This design comes from an exercise in tuning for small area on the open sky130 flow, not from production work. In this exercise RTL edits were held to simulation tests only and were not proved equivalent to the original.

Design dpll_loop_filter, start of the top module:
module dpll_loop_filter (
    input  wire               clk,
    input  wire               rst,
    input  wire               start,
    input  wire               preset,
    input  wire signed [31:0] e_loop,
    input  wire               frozen,
    input  wire        [4:0]  bw_code,
    input  wire        [2:0]  damp,
    input  wire               type3,
    input  wire        [9:0]  lim_ppm,
    input  wire signed [47:0] preset_fcw,
    output reg                done,
    output wire signed [47:0] fcw,
    output reg                clamp
);
For scale: about 5,900 cells after synthesis, roughly 230 flip-flops, roughly 150 I/O pins.
Settings: LEC_CHECK=0, ABC_AREA=1, CAP_MARGIN=20, CORE_MARGIN=2, CORE_UTILIZATION=40, CTS_BUF_LIST=sky130_fd_sc_hd__clkbuf_8, SLEW_MARGIN=20, SYNTH_HIERARCHICAL=1, SYNTH_MEMORY_MAX_BITS=131072, SYNTH_MINIMUM_KEEP_SIZE=0; clock period 40.0 ns.
run.sh (not shown) runs the stock make flow with config.mk's settings and CLKGATE_MAP_FILE= SYNTH_SCRIPT=/design/flow/synth_recipe.tcl, a recipe that flattens the netlist after the stock synthesis.
The first run went through all stages and came out clean.
==> next run, changes <==
CTS_BUF_LIST = sky130_fd_sc_hd__clkbuf_4 sky130_fd_sc_hd__clkbuf_8   (was sky130_fd_sc_hd__clkbuf_8)
CTS_CLUSTER_SIZE = 12   (was unset)
=>
- The changed run finished with timing, DRC and antenna clean
- setup slack is better by 0.079 ns
- cell count is unchanged
- utilization is about the same
==> next run, changes <==
==> flow/flow/run.sh (new file) <==
#!/bin/bash
# Own flow: the standard layout (standard.sh), with every input and output
# port buffered by sky130_fd_sc_hd__buf_1 instead of the delay buffer
# clkdlybuf4s50_1 that buffer_ports picks by default.  The tool output goes to
# log_standard.txt in this folder.
set -euo pipefail
export BUFFER_PORTS_ARGS="-buffer_cell sky130_fd_sc_hd__buf_1"
bash standard.sh > log_standard.txt 2>&1
==> flow/standard.sh (new file) <==
#!/bin/bash
# synth_recipe.tcl (not shown) runs the flow's synth.tcl, then flattens the netlist and writes it again
# the make line also repeats each setting of config.mk as NAME=value (left out here)
make -C /OpenROAD-flow-scripts/flow DESIGN_CONFIG=/design/flow/config.mk WORK_HOME=/design/flow/orfs CLKGATE_MAP_FILE= SYNTH_SCRIPT=/design/flow/synth_recipe.tcl "${@:-finish}"
CTS_BUF_LIST = sky130_fd_sc_hd__clkbuf_8   (was sky130_fd_sc_hd__clkbuf_4 sky130_fd_sc_hd__clkbuf_8)
CTS_CLUSTER_DIAMETER = 80   (was unset)
removed: flow/run.sh
Outcome: Clock skew climbs by 0.013 ns; global-route usage goes down by 0.73 points; wire length drops by 2.4%; first-iteration DRC count went up by about 0.9%; clock-buffer cell count fell by 45; via count is lower by about 0.8%; sequential share of layout area rose by 0.42 points; hold slack improved by 0.0037 ns; final cell count goes down by 0.67%.
==> next run, changes <==
==> flow/flow/run.sh (replaced) <==
#!/bin/bash
# Own flow: the standard layout (standard.sh), with every input and output
# port buffered by sky130_fd_sc_hd__buf_1 instead of the delay buffer
# clkdlybuf4s50_1 that buffer_ports picks by default, and ORFS's power recovery
# (repair_timing -recover_power after global routing: downsizing gates on paths
# with positive slack) enabled.  The tool output goes to log_standard.txt here.
set -euo pipefail
export BUFFER_PORTS_ARGS="-buffer_cell sky130_fd_sc_hd__buf_1"
export RECOVER_POWER=100
bash standard.sh > log_standard.txt 2>&1
The changed run finished but fails on capacitance limit, slew limit. Worst hold slack stays flat. Core utilization stays flat. Setup slack is worse by 1.2 ns. Flip-flop and latch count stays the same. Global-route usage is unchanged. Non-clock buffer count stays the same. Wire length is about the same. Synthesized cell count stays the same. Maximum frequency shrinks by about 3.3%. Final area barely changes.
==> next run, changes <==
==> flow/flow/run.sh (replaced) <==
#!/bin/bash
# Own flow: the standard layout (standard.sh), with every input and output
# port buffered by sky130_fd_sc_hd__buf_1 instead of the delay buffer
# clkdlybuf4s50_1 that buffer_ports picks by default.  The tool output goes to
# log_standard.txt in this folder.
set -euo pipefail
export BUFFER_PORTS_ARGS="-buffer_cell sky130_fd_sc_hd__buf_1"
bash standard.sh > log_standard.txt 2>&1
CTS_CLUSTER_DIAMETER = unset   (was 80)
CTS_CLUSTER_SIZE = unset   (was 12)
Result: The changed run ran to the end with no violations. Critical path depth is unchanged. Cell area grows by about 1.6%. Routed wire length barely changes. Clock skew shrinks by 0.044 ns.

========
dpll_loop_filter again, from the RTL that the note above started with.
==> flow/config.mk <==
export PLATFORM = sky130hd
export DESIGN_NAME = dpll_loop_filter
export DESIGN_NICKNAME = dpll_loop_filter
export VERILOG_FILES = /design/flow/design.v
export SDC_FILE = /design/flow/constraint.sdc
export NUM_CORES = 4
export LEC_CHECK = 0
export ABC_AREA = 1
export CAP_MARGIN = 20
export CORE_MARGIN = 2
export CORE_UTILIZATION = 40
export CTS_BUF_LIST = sky130_fd_sc_hd__clkbuf_8
export CTS_CLUSTER_DIAMETER = 80
export CTS_CLUSTER_SIZE = 12
export SLEW_MARGIN = 20
export SYNTH_HIERARCHICAL = 1
export SYNTH_MEMORY_MAX_BITS = 131072
export SYNTH_MINIMUM_KEEP_SIZE = 0
==> flow/constraint.sdc <==
create_clock -name core_clock -period 40.0 [get_ports {clk}]
set_input_delay 8.0000 -clock core_clock [delete_from_list [all_inputs] [get_ports {clk}]]
set_output_delay 8.0000 -clock core_clock [all_outputs]
set_load 0.01 [all_outputs]
standard.sh (not shown) runs the stock make flow with config.mk's settings and CLKGATE_MAP_FILE= SYNTH_SCRIPT=/design/flow/synth_recipe.tcl, a recipe that flattens the netlist after the stock synthesis.
==> flow/flow/run.sh <==
#!/bin/bash
# Own flow: the standard layout (standard.sh), with every input and output
# port buffered by sky130_fd_sc_hd__buf_1 instead of the delay buffer
# clkdlybuf4s50_1 that buffer_ports picks by default, and clock tree synthesis
# without dummy loads.  The tool output goes to log_standard.txt in this folder.
set -euo pipefail
export BUFFER_PORTS_ARGS="-buffer_cell sky130_fd_sc_hd__buf_1"
export CTS_ARGS="-sink_clustering_enable -repair_clock_nets -sink_clustering_size 12 -sink_clustering_max_diameter 80 -buf_list sky130_fd_sc_hd__clkbuf_8 -dont_use_dummy_load"
bash standard.sh > log_standard.txt 2>&1
Rerun with:
==> flow/run.sh (new file) <==
#!/bin/bash
# synth_recipe.tcl (not shown) runs the flow's synth.tcl, then flattens the netlist and writes it again
# the make line also repeats each setting of config.mk as NAME=value (left out here)
make -C /OpenROAD-flow-scripts/flow DESIGN_CONFIG=/design/flow/config.mk WORK_HOME=/design/flow/orfs CLKGATE_MAP_FILE= SYNTH_SCRIPT=/design/flow/synth_recipe.tcl finish
Settings changed: CTS_CLUSTER_SIZE 12 to 16.
removed: flow/flow/run.sh
removed: flow/standard.sh
Outcome:
- The new run went through all stages and came out clean
- final cell count barely changes
- core utilization is higher by 1.0 points
- global-route usage went up by 0.57 points
- design area climbs by 2.4%
- die area stays the same
- critical path depth goes up by 6
- sequential share of layout area shrinks by 0.27 points
- clock-buffer cell count decreases by 5
- register-to-register slack got worse by 0.18 ns
- non-clock buffer count went up by 1
- area after synthesis stays the same

========
dpll_loop_filter, a different RTL version from the one above (not shown whole).
Size: ~5,600 cells after synthesis, ~40,000 µm² of cells after synthesis.
export LEC_CHECK = 0
export ABC_AREA = 1
export CAP_MARGIN = 20
export CORE_MARGIN = 2
export CORE_UTILIZATION = 40
export SLEW_MARGIN = 20
export SYNTH_HIERARCHICAL = 1
export SYNTH_MEMORY_MAX_BITS = 131072
export SYNTH_MINIMUM_KEEP_SIZE = 0
create_clock -name core_clock -period 40.0 [get_ports {clk}]
run.sh (not shown) runs the stock make flow with config.mk's settings and CLKGATE_MAP_FILE= SYNTH_SCRIPT=/design/flow/synth_recipe.tcl, a recipe that flattens the netlist after the stock synthesis.
Stock flow here: none of the scripts above is used.
==> next run, changes <==
GPL_TIMING_DRIVEN = 0   (was unset)
Outcome: Global-route usage grows by 2.7 points; clock skew shrinks by 0.013 ns; setup slack is worse by 0.44 ns; register-to-register slack is worse by 0.55 ns; clock-buffer cell count shrinks by 3; sequential share of layout area grows by 0.11 points.

========
dpll_loop_filter with an RTL version that a note above also has.
Size: roughly 230 flip-flops, ~150 I/O pins.
clock: 40.0 ns
lec_check: 0
abc_area: 1
cap_margin: 20
core_margin: 2
core_utilization: 40
cts_buf_list: sky130_fd_sc_hd__clkbuf_8
cts_cluster_diameter: 80
cts_cluster_size: 12
place_density: 0.75
slew_margin: 20
synth_hierarchical: 1
synth_memory_max_bits: 131072
synth_minimum_keep_size: 0
standard.sh (not shown) runs the stock make flow with config.mk's settings and CLKGATE_MAP_FILE= SYNTH_SCRIPT=/design/flow/synth_recipe.tcl, a recipe that flattens the netlist after the stock synthesis.
==> flow/flow/run.sh <==
#!/bin/bash
# Own flow: the standard layout (standard.sh), with every input and output
# port buffered by sky130_fd_sc_hd__buf_1 instead of the delay buffer
# clkdlybuf4s50_1 that buffer_ports picks by default, and clock tree synthesis
# without dummy loads.  The tool output goes to log_standard.txt in this folder.
set -euo pipefail
export BUFFER_PORTS_ARGS="-buffer_cell sky130_fd_sc_hd__buf_1"
export CTS_ARGS="-sink_clustering_enable -repair_clock_nets -sink_clustering_size 12 -sink_clustering_max_diameter 80 -buf_list sky130_fd_sc_hd__clkbuf_8 -dont_use_dummy_load"
bash standard.sh > log_standard.txt 2>&1
The first run finished clean.
Edit:
==> flow/flow/run.sh (replaced) <==
#!/bin/bash
# Own flow: the standard layout (standard.sh), with every input and output
# port buffered by sky130_fd_sc_hd__buf_1 instead of the delay buffer
# clkdlybuf4s50_1 that buffer_ports picks by default.  The tool output goes to
# log_standard.txt in this folder.
set -euo pipefail
export BUFFER_PORTS_ARGS="-buffer_cell sky130_fd_sc_hd__buf_1"
bash standard.sh > log_standard.txt 2>&1
--- a/flow/config.mk
+++ b/flow/config.mk
@@ -14,2 +14 @@
-export CTS_CLUSTER_SIZE = 12
-export PLACE_DENSITY = 0.75
+export CTS_CLUSTER_SIZE = 16
What happened:
- first-iteration DRC count shrinks by 22%
- count of clock-buffer cells in the layout shrinks by 3
- wire length grows by 2.5%
- register-to-register slack improves by 0.93 ns
- fmax grows by 2.7%
- die area is unchanged
- hold slack improves by 0.0049 ns
- via count shrinks by 2.2%
Edit:
==> flow/run.sh (new file) <==
#!/bin/bash
# synth_recipe.tcl (not shown) runs the flow's synth.tcl, then flattens the netlist and writes it again
# the make line also repeats each setting of config.mk as NAME=value (left out here)
make -C /OpenROAD-flow-scripts/flow DESIGN_CONFIG=/design/flow/config.mk WORK_HOME=/design/flow/orfs CLKGATE_MAP_FILE= SYNTH_SCRIPT=/design/flow/synth_recipe.tcl finish
--- a/flow/config.mk
+++ b/flow/config.mk
@@ -9 +9 @@
-export CAP_MARGIN = 20
+export CAP_MARGIN = 0
@@ -13,3 +13 @@
-export CTS_CLUSTER_DIAMETER = 80
-export CTS_CLUSTER_SIZE = 16
-export SLEW_MARGIN = 20
+export SLEW_MARGIN = 0
removed: flow/flow/run.sh
removed: flow/standard.sh
Cell count is higher slightly. Design area is higher by a few percent. Global-route usage is higher by 0.58 points. Synthesized cell count is unchanged. Flip-flop and latch count is unchanged. Count of clock-buffer cells in the layout is higher by 39.
Edit:
==> flow/flow/run.sh (new file) <==
#!/bin/bash
# Own flow: the standard layout (standard.sh), with every input and output
# port buffered by sky130_fd_sc_hd__buf_1 instead of the delay buffer
# clkdlybuf4s50_1 that buffer_ports picks by default, and clock tree synthesis
# without dummy loads.  The tool output goes to log_standard.txt in this folder.
set -euo pipefail
export BUFFER_PORTS_ARGS="-buffer_cell sky130_fd_sc_hd__buf_1"
export CTS_ARGS="-sink_clustering_enable -repair_clock_nets -sink_clustering_size 12 -sink_clustering_max_diameter 80 -buf_list sky130_fd_sc_hd__clkbuf_8 -dont_use_dummy_load"
bash standard.sh > log_standard.txt 2>&1
==> flow/standard.sh (new file) <==
#!/bin/bash
# synth_recipe.tcl (not shown) runs the flow's synth.tcl, then flattens the netlist and writes it again
# the make line also repeats each setting of config.mk as NAME=value (left out here)
make -C /OpenROAD-flow-scripts/flow DESIGN_CONFIG=/design/flow/config.mk WORK_HOME=/design/flow/orfs CLKGATE_MAP_FILE= SYNTH_SCRIPT=/design/flow/synth_recipe.tcl "${@:-finish}"
--- a/flow/config.mk
+++ b/flow/config.mk
@@ -9 +9 @@
-export CAP_MARGIN = 0
+export CAP_MARGIN = 20
@@ -11 +11 @@
-export CORE_UTILIZATION = 40
+export CORE_UTILIZATION = 50
@@ -13 +13,3 @@
-export SLEW_MARGIN = 0
+export CTS_CLUSTER_DIAMETER = 80
+export CTS_CLUSTER_SIZE = 12
+export SLEW_MARGIN = 20
removed: flow/run.sh
=>
- The new run finished clean
- via count climbs by 1.1%
- setup slack gains 0.31 ns
- synthesized cell count stays the same
- first-iteration DRC count is higher by 15%
- worst hold slack barely changes
- maximum frequency climbs by 0.88%
- synthesized area stays the same
- clock skew increases by 0.033 ns

==> re-timing with driven ports <==
The flow's constraints put no driver on any port. The routed layouts listed below were extracted and timed again, unchanged, in two steps.
Step 1 (the two cells are an assumption about what drives the block):
set clk [get_ports {clk}]
set_driving_cell -lib_cell sky130_fd_sc_hd__clkbuf_16 $clk
set_driving_cell -lib_cell sky130_fd_sc_hd__buf_2 [delete_from_list [all_inputs] $clk]
Step 2 moves the port delays by t, midway between the first and last clock arrival at a register: inputs arrive t later, outputs are due t later. That takes back most of the time a late clock gives input paths.
a / b / c = ideal / step 1 / step 2; a / b = the first two.
run	t, ns	setup WS [ns]	hold WS [ns]	worst setup path at the end	clock arrival spread, ns
the first run of note 1	0.698	4.395 / 4.436 / 3.739	0.464 / 0.464 / 0.464	input to register	0.063 / 0.063
the second run of note 1	0.703	4.474 / 4.516 / 3.813	0.465 / 0.465 / 0.465	input to register	0.056 / 0.056
the third run of note 1	0.681	5.047 / 5.085 / 4.404	0.469 / 0.469 / 0.469	input to register	0.069 / 0.069
the fourth run of note 1	0.680	3.848 / 3.883 / 3.203	0.469 / 0.469 / 0.469	input to register	0.066 / 0.066
the fifth run of note 1	0.688	5.162 / 5.201 / 4.513	0.464 / 0.464 / 0.464	input to register	0.022 / 0.022
the first run of note 2	0.665	5.145 / 5.183 / 4.517	0.467 / 0.467 / 0.467	input to register	0.117 / 0.117
the second run of note 2	0.691	4.538 / 4.577 / 3.886	0.472 / 0.472 / 0.472	input to register	0.045 / 0.045
the first run of note 3	0.641	1.760 / 1.798 / 1.156	0.464 / 0.464 / 0.464	input to register	0.044 / 0.045
the second run of note 3	0.669	1.318 / 1.366 / 0.697	0.465 / 0.465 / 0.465	input to register	0.031 / 0.031
the first run of note 4	0.652	4.153 / 4.186 / 3.534	0.466 / 0.466 / 0.466	input to register	0.051 / 0.050
the second run of note 4	0.684	5.082 / 5.123 / 4.438	0.471 / 0.471 / 0.471	input to register	0.070 / 0.071
the third run of note 4	0.698	4.395 / 4.436 / 3.739	0.464 / 0.464 / 0.464	input to register	0.063 / 0.063
the fourth run of note 4	0.681	4.705 / 4.740 / 4.059	0.465 / 0.465 / 0.465	input to register	0.096 / 0.096
The setup slack of the second run of note 1, which loses most, moves by +0.042 ns with the drivers and by -0.661 ns with both steps.
